Source: an optimization exercise on an open RTL-to-GDS flow (aim: small area, a short achievable clock period and few clock cycles per item). Production flows keep margins and buffers that such runs may drop. At most, simulation tests tie the RTL to the original design; equivalence was not proved.

==> exp/amber <==
==> flow/design.v <==
module sha256_k (
    input  wire [5:0]  t,
    output wire [31:0] k
);
    localparam [2047:0] TABLE = {
        32'h71374491,
        32'ha6fb9796,
        32'h307b5f59,
        32'hbef9a3f7,
        32'ha4506ceb,
        32'h90befffa,
        32'h8cc70208,
        32'h84c87814,
        32'h78a5636f,
        32'h748f82ee,
        32'h682e6ff3,
        32'h5b9cca4f,
        32'h4ed8aa4a,
        32'h391c0cb3,
        32'h34b0bcb5,
        32'h2748774c,
        32'h1e376c08,
        32'h19a4c116,
        32'h106aa070,
        32'hf40e3585,
        32'hd6990624,
        32'hd192e819,
        32'hc76c51a3,
        32'hc24b8b70,
        32'ha81a664b,
        32'ha2bfe8a1,
        32'h92722c85,
        32'h81c2c92e,
        32'h766a0abb,
        32'h650a7354,
        32'h53380d13,
        32'h4d2c6dfc,
        32'h2e1b2138,
        32'h27b70a85,
        32'h14292967,
        32'h06ca6351,
        32'hd5a79147,
        32'hc6e00bf3,
        32'hbf597fc7,
        32'hb00327c8,
        32'ha831c66d,
        32'h983e5152,
        32'h76f988da,
        32'h5cb0a9dc,
        32'h4a7484aa,
        32'h2de92c6f,
        32'h240ca1cc,
        32'h0fc19dc6,
        32'hefbe4786,
        32'he49b69c1,
        32'hc19bf174,
        32'h9bdc06a7,
        32'h80deb1fe,
        32'h72be5d74,
        32'h550c7dc3,
        32'h243185be,
        32'h12835b01,
        32'hd807aa98,
        32'hab1c5ed5,
        32'h923f82a4,
        32'h59f111f1,
        32'h3956c25b,
        32'he9b5dba5,
        32'hb5c0fbcf
    };
    assign k = TABLE[32*t +: 32];
endmodule
module kh64_hash (
    input  wire         clk,
    input  wire         rst,
    input  wire         in_valid,
    output wire         in_ready,
    input  wire [127:0] in_key,
    output reg          out_valid,
    output wire [63:0]  out_kh
);
    localparam [31:0] IV0 = 32'h6a09e667, IV1 = 32'hbb67ae85,
                      IV2 = 32'h3c6ef372,
                      IV4 = 32'h510e527f, IV5 = 32'h9b05688c,
                      IV6 = 32'h1f83d9ab,
                      D0  = 32'h9cbf5a55;   
    reg  [5:0]  t;
    reg         load;       
    reg         last;       
    reg         first;      
    reg         first_s;    
    reg         first_m;    
    reg         busy;       
    reg         pend;       
    reg  [31:0] a, b, c, d, e, f, g;
    reg  [31:0] p;          
    reg  [31:0] w [0:15];   
    assign in_ready = load;
    wire accept = in_valid && load;
    assign out_kh = {b[7:0], b[15:8], b[23:16], b[31:24],
                     a[7:0], a[15:8], a[23:16], a[31:24]};
    wire [31:0] bsig1 = {e[5:0], e[31:6]} ^ {e[10:0], e[31:11]} ^ {e[24:0], e[31:25]};
    wire [31:0] bsig0 = {a[1:0], a[31:2]} ^ {a[12:0], a[31:13]} ^ {a[21:0], a[31:22]};
    wire [31:0] ch    = (e & f) ^ (~e & g);
    wire [31:0] maj   = (a & b) ^ (a & c) ^ (b & c);
    wire [31:0] s0m   = first_s ? 32'd0 : bsig0;
    wire [31:0] mjm   = first_m ? 32'd0 : maj;
    wire [31:0] u_s = p ^ ch ^ bsig1;
    wire [31:0] u_c = ((p & ch) | (p & bsig1) | (ch & bsig1)) << 1;
    wire [31:0] x2s = u_s ^ u_c ^ s0m;
    wire [31:0] x2c = ((u_s & u_c) | (u_s & s0m) | (u_c & s0m)) << 1;
    wire [31:0] x3s = x2s ^ x2c ^ mjm;
    wire [31:0] x3c = ((x2s & x2c) | (x2s & mjm) | (x2c & mjm)) << 1;
    wire [31:0] a_new = x3s + x3c;
    wire [31:0] y2s = u_s ^ u_c ^ d;
    wire [31:0] y2c = ((u_s & u_c) | (u_s & d) | (u_c & d)) << 1;
    wire [31:0] e_new = y2s + y2c;
    wire [31:0] k_rom;
    reg  [31:0] k_n;        
    sha256_k u_k (.t(t), .k(k_rom));
    wire [31:0] h_n = last ? 32'd0 : g;       
    wire [31:0] w_n = w[1];
    wire [31:0] z1s = h_n ^ k_n ^ w_n;
    wire [31:0] z1c = ((h_n & k_n) | (h_n & w_n) | (k_n & w_n)) << 1;
    wire [31:0] p_new = z1s + z1c;
    wire [31:0] w1  = w[1];
    wire [31:0] w14 = w[14];
    wire [31:0] ssig0 = {w1[6:0], w1[31:7]} ^ {w1[17:0], w1[31:18]} ^ {3'b000, w1[31:3]};
    wire [31:0] ssig1 = {w14[16:0], w14[31:17]} ^ {w14[18:0], w14[31:19]} ^ {10'd0, w14[31:10]};
    wire [31:0] s1s = ssig1 ^ w[9] ^ ssig0;
    wire [31:0] s1c = ((ssig1 & w[9]) | (ssig1 & ssig0) | (w[9] & ssig0)) << 1;
    wire [31:0] s2s = s1s ^ s1c ^ w[0];
    wire [31:0] s2c = ((s1s & s1c) | (s1s & w[0]) | (s1c & w[0])) << 1;
    wire [31:0] w_sched = s2s + s2c;
    wire sched_on = ~(t[5] & t[4]);
    wire [31:0] w_tail = (sched_on ? w_sched : 32'd0)
                       | {(t == 6'd52), 31'd0}
                       | {24'd0, last, 7'd0};
    wire [127:0] key_in = load ? in_key : 128'd0;
    integer i;
    always @(posedge clk) begin
        w[0] <= w[1];
        w[1] <= w[2] | {key_in[7:0],    key_in[15:8],    key_in[23:16],  key_in[31:24]};
        w[2] <= w[3] | {key_in[39:32],  key_in[47:40],   key_in[55:48],  key_in[63:56]};
        w[3] <= w[4] | {key_in[71:64],  key_in[79:72],   key_in[87:80],  key_in[95:88]};
        w[4] <= w[5] | {key_in[103:96], key_in[111:104], key_in[119:112], key_in[127:120]};
        for (i = 5; i < 15; i = i + 1)
            w[i] <= w[i+1];
        w[15] <= w_tail;
        p <= p_new;
        k_n <= k_rom;
        first_m <= last;    
        a <= a_new;
        b <= last ? IV1 + a : (first ? IV0 : a);
        c <= first ? IV1 : b;
        d <= last ? D0 : (first ? IV2 : c);
        e <= last ? IV4 : e_new;
        f <= last ? IV5 : e;
        g <= last ? IV6 : f;
        if (rst) begin
            t         <= 6'd48;
            load      <= 1'b0;
            last      <= 1'b0;
            first     <= 1'b0;
            first_s   <= 1'b0;
            busy      <= 1'b0;
            pend      <= 1'b0;
            out_valid <= 1'b0;
        end else begin
            t         <= t + 6'd1;
            load      <= (t == 6'd61);
            last      <= load;
            first     <= last;
            first_s   <= (t == 6'd63);
            out_valid <= last & busy;
            if (load) pend <= accept;
            if (last) busy <= pend;
        end
    end
endmodule
==> flow/flow/run.sh <==
#!/bin/bash
# The standard layout (the standard.sh, standard synthesis unchanged),
# with two changes:
#  * the buffers that placement puts on every input and output port are the
#    small sky130_fd_sc_hd__buf_1 instead of ORFS's default pick;
#  * clock tree synthesis inserts no dummy loads (its other arguments are
#    ORFS defaults, with sink clusters of up to 24 flip-flops within 100 um).
# ORFS writes each step's full log under orfs/logs/; make's own output goes
# to standard.log here.
set -euo pipefail
export BUFFER_PORTS_ARGS="-buffer_cell sky130_fd_sc_hd__buf_1"
export CTS_ARGS="-sink_clustering_enable -repair_clock_nets -dont_use_dummy_load -sink_clustering_size 24 -sink_clustering_max_diameter 100"
bash standard.sh > standard.log 2>&1
==> flow/standard.sh <==
#!/bin/bash
# synth_recipe.tcl (not shown) runs the flow's synth.tcl, then flattens the netlist and writes it again
# the make line also repeats each setting of config.mk as NAME=value (left out here)
make -C /OpenROAD-flow-scripts/flow DESIGN_CONFIG=/design/flow/config.mk WORK_HOME=/design/flow/orfs CLKGATE_MAP_FILE= SYNTH_SCRIPT=/design/flow/synth_recipe.tcl "${@:-finish}"
==> flow/config.mk <==
export PLATFORM = sky130hd
export DESIGN_NAME = kh64_hash
export DESIGN_NICKNAME = kh64_hash
export VERILOG_FILES = /design/flow/design.v
export SDC_FILE = /design/flow/constraint.sdc
export NUM_CORES = 4
export LEC_CHECK = 0
export CAP_MARGIN = 20
export CORE_MARGIN = 2
export CORE_UTILIZATION = 30
export SETUP_SLACK_MARGIN = 4.5
export SLEW_MARGIN = 20
==> flow/constraint.sdc <==
create_clock -name core_clock -period 9.0 [get_ports {clk}]
set_input_delay 1.8000 -clock core_clock [delete_from_list [all_inputs] [get_ports {clk}]]
set_output_delay 1.8000 -clock core_clock [all_outputs]
set_load 0.01 [all_outputs]
==> exp/cedar: changes against exp/amber <==
--- a/flow/design.v
+++ b/flow/design.v
@@ -78,4 +78,116 @@
     input  wire [127:0] in_key,
-    output reg          out_valid,
+    output wire         out_valid,
     output wire [63:0]  out_kh
+);
+    localparam integer LANES = 2;
+    reg  [5:0]  t;
+    reg         load0;      
+    reg         last0;      
+    reg         first0;     
+    reg         first_s0;   
+    reg         first_m0;   
+    wire [31:0] k_rom;
+    reg  [31:0] k0;         
+    sha256_k u_k (.t(t), .k(k_rom));
+    always @(posedge clk) begin
+        k0       <= k_rom;
+        first_m0 <= last0;      
+        if (rst) begin
+            t        <= 6'd48;
+            load0    <= 1'b0;
+            last0    <= 1'b0;
+            first0   <= 1'b0;
+            first_s0 <= 1'b0;
+        end else begin
+            t        <= t + 6'd1;
+            load0    <= (t == 6'd61);
+            last0    <= load0;
+            first0   <= last0;
+            first_s0 <= (t == 6'd63);
+        end
+    end
+    wire [LANES-1:0] sched_on, is52, load, last, first, first_s, first_m;
+    wire [31:0]      kn   [0:LANES-1];
+    wire [31:0]      la   [0:LANES-1];
+    wire [31:0]      lb   [0:LANES-1];
+    wire [LANES-1:0] lvalid;
+    assign sched_on[0] = ~(t[5] & t[4]);    
+    assign is52[0]     = (t == 6'd52);
+    assign load[0]     = load0;
+    assign last[0]     = last0;
+    assign first[0]    = first0;
+    assign first_s[0]  = first_s0;
+    assign first_m[0]  = first_m0;
+    assign kn[0]       = k0;
+    genvar gi;
+    generate
+        for (gi = 1; gi < LANES; gi = gi + 1) begin : dly
+            reg        sched_on_q, is52_q, first_m_q;
+            reg        load_q, last_q, first_q, first_s_q;
+            reg [31:0] k_q;
+            always @(posedge clk) begin
+                sched_on_q <= sched_on[gi-1];
+                is52_q     <= is52[gi-1];
+                first_m_q  <= first_m[gi-1];
+                k_q        <= kn[gi-1];
+                if (rst) begin
+                    load_q    <= 1'b0;
+                    last_q    <= 1'b0;
+                    first_q   <= 1'b0;
+                    first_s_q <= 1'b0;
+                end else begin
+                    load_q    <= load[gi-1];
+                    last_q    <= last[gi-1];
+                    first_q   <= first[gi-1];
+                    first_s_q <= first_s[gi-1];
+                end
+            end
+            assign sched_on[gi] = sched_on_q;
+            assign is52[gi]     = is52_q;
+            assign load[gi]     = load_q;
+            assign last[gi]     = last_q;
+            assign first[gi]    = first_q;
+            assign first_s[gi]  = first_s_q;
+            assign first_m[gi]  = first_m_q;
+            assign kn[gi]       = k_q;
+        end
+        for (gi = 0; gi < LANES; gi = gi + 1) begin : lane
+            kh64_lane u_lane (
+                .clk(clk), .rst(rst),
+                .in_valid(in_valid), .in_key(in_key),
+                .sched_on(sched_on[gi]), .is52(is52[gi]), .load(load[gi]),
+                .last(last[gi]), .first(first[gi]), .first_s(first_s[gi]),
+                .first_m(first_m[gi]), .k_n(kn[gi]),
+                .a(la[gi]), .b(lb[gi]), .out_valid(lvalid[gi])
+            );
+        end
+    endgenerate
+    assign in_ready  = |load;
+    assign out_valid = |lvalid;
+    reg [63:0] res;
+    integer i;
+    always @* begin
+        res = {lb[0], la[0]};
+        for (i = 1; i < LANES; i = i + 1)
+            if (lvalid[i]) res = {lb[i], la[i]};
+    end
+    assign out_kh = {res[39:32], res[47:40], res[55:48], res[63:56],
+                     res[7:0],   res[15:8],  res[23:16], res[31:24]};
+endmodule
+module kh64_lane (
+    input  wire         clk,
+    input  wire         rst,
+    input  wire         in_valid,
+    input  wire [127:0] in_key,
+    input  wire         sched_on,
+    input  wire         is52,
+    input  wire         load,
+    input  wire         last,
+    input  wire         first,
+    input  wire         first_s,
+    input  wire         first_m,
+    input  wire [31:0]  k_n,
+    output reg  [31:0]  a,
+    output reg  [31:0]  b,
+    output reg          out_valid
 );
@@ -86,17 +198,8 @@
                       D0  = 32'h9cbf5a55;   
-    reg  [5:0]  t;
-    reg         load;       
-    reg         last;       
-    reg         first;      
-    reg         first_s;    
-    reg         first_m;    
     reg         busy;       
     reg         pend;       
-    reg  [31:0] a, b, c, d, e, f, g;
+    reg  [31:0] c, d, e, f, g;
     reg  [31:0] p;          
     reg  [31:0] w [0:15];   
-    assign in_ready = load;
     wire accept = in_valid && load;
-    assign out_kh = {b[7:0], b[15:8], b[23:16], b[31:24],
-                     a[7:0], a[15:8], a[23:16], a[31:24]};
     wire [31:0] bsig1 = {e[5:0], e[31:6]} ^ {e[10:0], e[31:11]} ^ {e[24:0], e[31:25]};
@@ -117,5 +220,2 @@
     wire [31:0] e_new = y2s + y2c;
-    wire [31:0] k_rom;
-    reg  [31:0] k_n;        
-    sha256_k u_k (.t(t), .k(k_rom));
     wire [31:0] h_n = last ? 32'd0 : g;       
@@ -134,5 +234,4 @@
     wire [31:0] w_sched = s2s + s2c;
-    wire sched_on = ~(t[5] & t[4]);
     wire [31:0] w_tail = (sched_on ? w_sched : 32'd0)
-                       | {(t == 6'd52), 31'd0}
+                       | {is52, 31'd0}
                        | {24'd0, last, 7'd0};
@@ -150,4 +249,2 @@
         p <= p_new;
-        k_n <= k_rom;
-        first_m <= last;    
         a <= a_new;
@@ -160,7 +257,2 @@
         if (rst) begin
-            t         <= 6'd48;
-            load      <= 1'b0;
-            last      <= 1'b0;
-            first     <= 1'b0;
-            first_s   <= 1'b0;
             busy      <= 1'b0;
@@ -169,7 +261,2 @@
         end else begin
-            t         <= t + 6'd1;
-            load      <= (t == 6'd61);
-            last      <= load;
-            first     <= last;
-            first_s   <= (t == 6'd63);
             out_valid <= last & busy;
CORE_UTILIZATION = 45   (was 30)
TNS_END_PERCENT = 20   (was unset)
==> exp/indigo: changes against exp/amber <==
--- a/flow/design.v
+++ b/flow/design.v
@@ -5,3 +5,2 @@
     localparam [2047:0] TABLE = {
-        32'h71374491,
         32'ha6fb9796,
@@ -68,3 +67,4 @@
         32'he9b5dba5,
-        32'hb5c0fbcf
+        32'hb5c0fbcf,
+        32'h71374491
     };
@@ -87,7 +87,3 @@
     reg  [5:0]  t;
-    reg         load;       
-    reg         last;       
     reg         first;      
-    reg         first_s;    
-    reg         first_m;    
     reg         busy;       
@@ -97,2 +93,4 @@
     reg  [31:0] w [0:15];   
+    wire last = (t == 6'd63);
+    wire load = (t == 6'd62);
     assign in_ready = load;
@@ -105,17 +103,18 @@
     wire [31:0] maj   = (a & b) ^ (a & c) ^ (b & c);
-    wire [31:0] s0m   = first_s ? 32'd0 : bsig0;
-    wire [31:0] mjm   = first_m ? 32'd0 : maj;
-    wire [31:0] u_s = p ^ ch ^ bsig1;
-    wire [31:0] u_c = ((p & ch) | (p & bsig1) | (ch & bsig1)) << 1;
-    wire [31:0] x2s = u_s ^ u_c ^ s0m;
-    wire [31:0] x2c = ((u_s & u_c) | (u_s & s0m) | (u_c & s0m)) << 1;
-    wire [31:0] x3s = x2s ^ x2c ^ mjm;
-    wire [31:0] x3c = ((x2s & x2c) | (x2s & mjm) | (x2c & mjm)) << 1;
+    wire [31:0] s0m   = first ? 32'd0 : bsig0;
+    wire [31:0] mjm   = first ? 32'd0 : maj;
+    wire [31:0] x1s = p ^ ch ^ mjm;
+    wire [31:0] x1c = ((p & ch) | (p & mjm) | (ch & mjm)) << 1;
+    wire [31:0] x2s = x1s ^ x1c ^ s0m;
+    wire [31:0] x2c = ((x1s & x1c) | (x1s & s0m) | (x1c & s0m)) << 1;
+    wire [31:0] x3s = x2s ^ x2c ^ bsig1;
+    wire [31:0] x3c = ((x2s & x2c) | (x2s & bsig1) | (x2c & bsig1)) << 1;
     wire [31:0] a_new = x3s + x3c;
-    wire [31:0] y2s = u_s ^ u_c ^ d;
-    wire [31:0] y2c = ((u_s & u_c) | (u_s & d) | (u_c & d)) << 1;
+    wire [31:0] y1s = p ^ ch ^ d;
+    wire [31:0] y1c = ((p & ch) | (p & d) | (ch & d)) << 1;
+    wire [31:0] y2s = y1s ^ y1c ^ bsig1;
+    wire [31:0] y2c = ((y1s & y1c) | (y1s & bsig1) | (y1c & bsig1)) << 1;
     wire [31:0] e_new = y2s + y2c;
-    wire [31:0] k_rom;
-    reg  [31:0] k_n;        
-    sha256_k u_k (.t(t), .k(k_rom));
+    wire [31:0] k_n;
+    sha256_k u_k (.t(t), .k(k_n));
     wire [31:0] h_n = last ? 32'd0 : g;       
@@ -150,4 +149,2 @@
         p <= p_new;
-        k_n <= k_rom;
-        first_m <= last;    
         a <= a_new;
@@ -161,6 +158,3 @@
             t         <= 6'd48;
-            load      <= 1'b0;
-            last      <= 1'b0;
             first     <= 1'b0;
-            first_s   <= 1'b0;
             busy      <= 1'b0;
@@ -170,6 +164,3 @@
             t         <= t + 6'd1;
-            load      <= (t == 6'd61);
-            last      <= load;
             first     <= last;
-            first_s   <= (t == 6'd63);
             out_valid <= last & busy;
==> flow/run.sh (new file) <==
#!/bin/bash
# synth_recipe.tcl (not shown) runs the flow's synth.tcl, then flattens the netlist and writes it again
# the make line also repeats each setting of config.mk as NAME=value (left out here)
make -C /OpenROAD-flow-scripts/flow DESIGN_CONFIG=/design/flow/config.mk WORK_HOME=/design/flow/orfs CLKGATE_MAP_FILE= SYNTH_SCRIPT=/design/flow/synth_recipe.tcl finish
CORE_UTILIZATION = 40   (was 30)
SETUP_SLACK_MARGIN = unset   (was 4.5)
removed: flow/flow/run.sh
removed: flow/standard.sh
==> impl_metrics.py <==
metrics = {
    "drt": {
        "met2_length_um": 51700,
    },
    "place": {
        "gp_congestion": 0.951,
        "dpl_cell_area_um2": 40800,
    },
    "status": {
        "status": "timing/DRC/antenna clean",
    },
    "global_route": {
        "grt_use_met1_pct": 34.2,
    },
}
the above is filed under exp/indigo

==> impl_metrics.py <==
metrics = {
    "status": {
        "status": "timing/DRC/antenna clean",
    },
    "worst_setup_path": {
        "r2r-start": "e[7]",
    },
    "drt": {
        "met2_length_um": 50200,
        "drt-initial-drc-count": 1983,
    },
    "place": {
        "gp_congestion": 0.938,
    },
    "global_route": {
        "grt_use_met1_pct": 22.3,
    },
}
the above is filed under exp/amber

==> impl_metrics.py <==
metrics = {
    "place": {
        "gp_congestion": 0.970,
        "post-dp-hpwl_um": 169000,
        "dpl_cell_area_um2": 74200,
    },
    "finish": {
        "largest_reg_flops": 1024,
    },
    "drt": {
        "met2_length_um": 100000,
    },
    "status": {
        "status": "timing/DRC/antenna clean",
    },
    "global_route": {
        "grt_use_met1_pct": 38.1,
    },
    "synthesis": {
        "yosys.cell_count.top_type": "dfxtp_1",
    },
    "worst_setup_path": {
        "r2r_slack_ps": 4280,
    },
}
the above is filed under exp/cedar

Testbench counts of exp/amber, summed over its fixed seeds: cycles 131,208, items 2,048.
Testbench counts of exp/indigo, summed over its fixed seeds: cycles 131,208, items 2,048.
Only the layout flow was run in exp/cedar; the RTL was not checked for function there.

afterwards: timing with drivers on the ports:
The flow's constraints put no driver on any port. The routed layouts listed below were extracted and timed again, unchanged, in two steps.
Step 1: set_driving_cell puts a clkbuf_16 on clk and a buf_2 on each other input, an assumption about the parent block.
Step 2 adds t to the input delays and takes it off the output delays; t is the mean of the earliest and latest rising clock arrival at the registers after step 1. Input paths then give back, and output paths get back, about the clock's delay inside the block.
Three values: ideal ports, drivers, drivers and shift; two values: the first two.
run | shift t [ns] | slack for setup (ns) | worst hold slack (ns) | worst register clock-pin slew, ns | pins driven straight from the clock port
exp/amber | 0.677 | 4.393 / 4.393 / 4.393 | 0.284 / 0.284 / 0.284 | 0.11 / 0.11 | 1
exp/cedar | 0.773 | 4.281 / 4.281 / 4.281 | 0.306 / 0.306 / 0.306 | 0.10 / 0.10 | 1
exp/indigo | 0.706 | 2.025 / 2.025 / 2.025 | 0.300 / 0.300 / 0.300 | 0.07 / 0.07 | 1
After both steps every run listed still meets setup and hold.
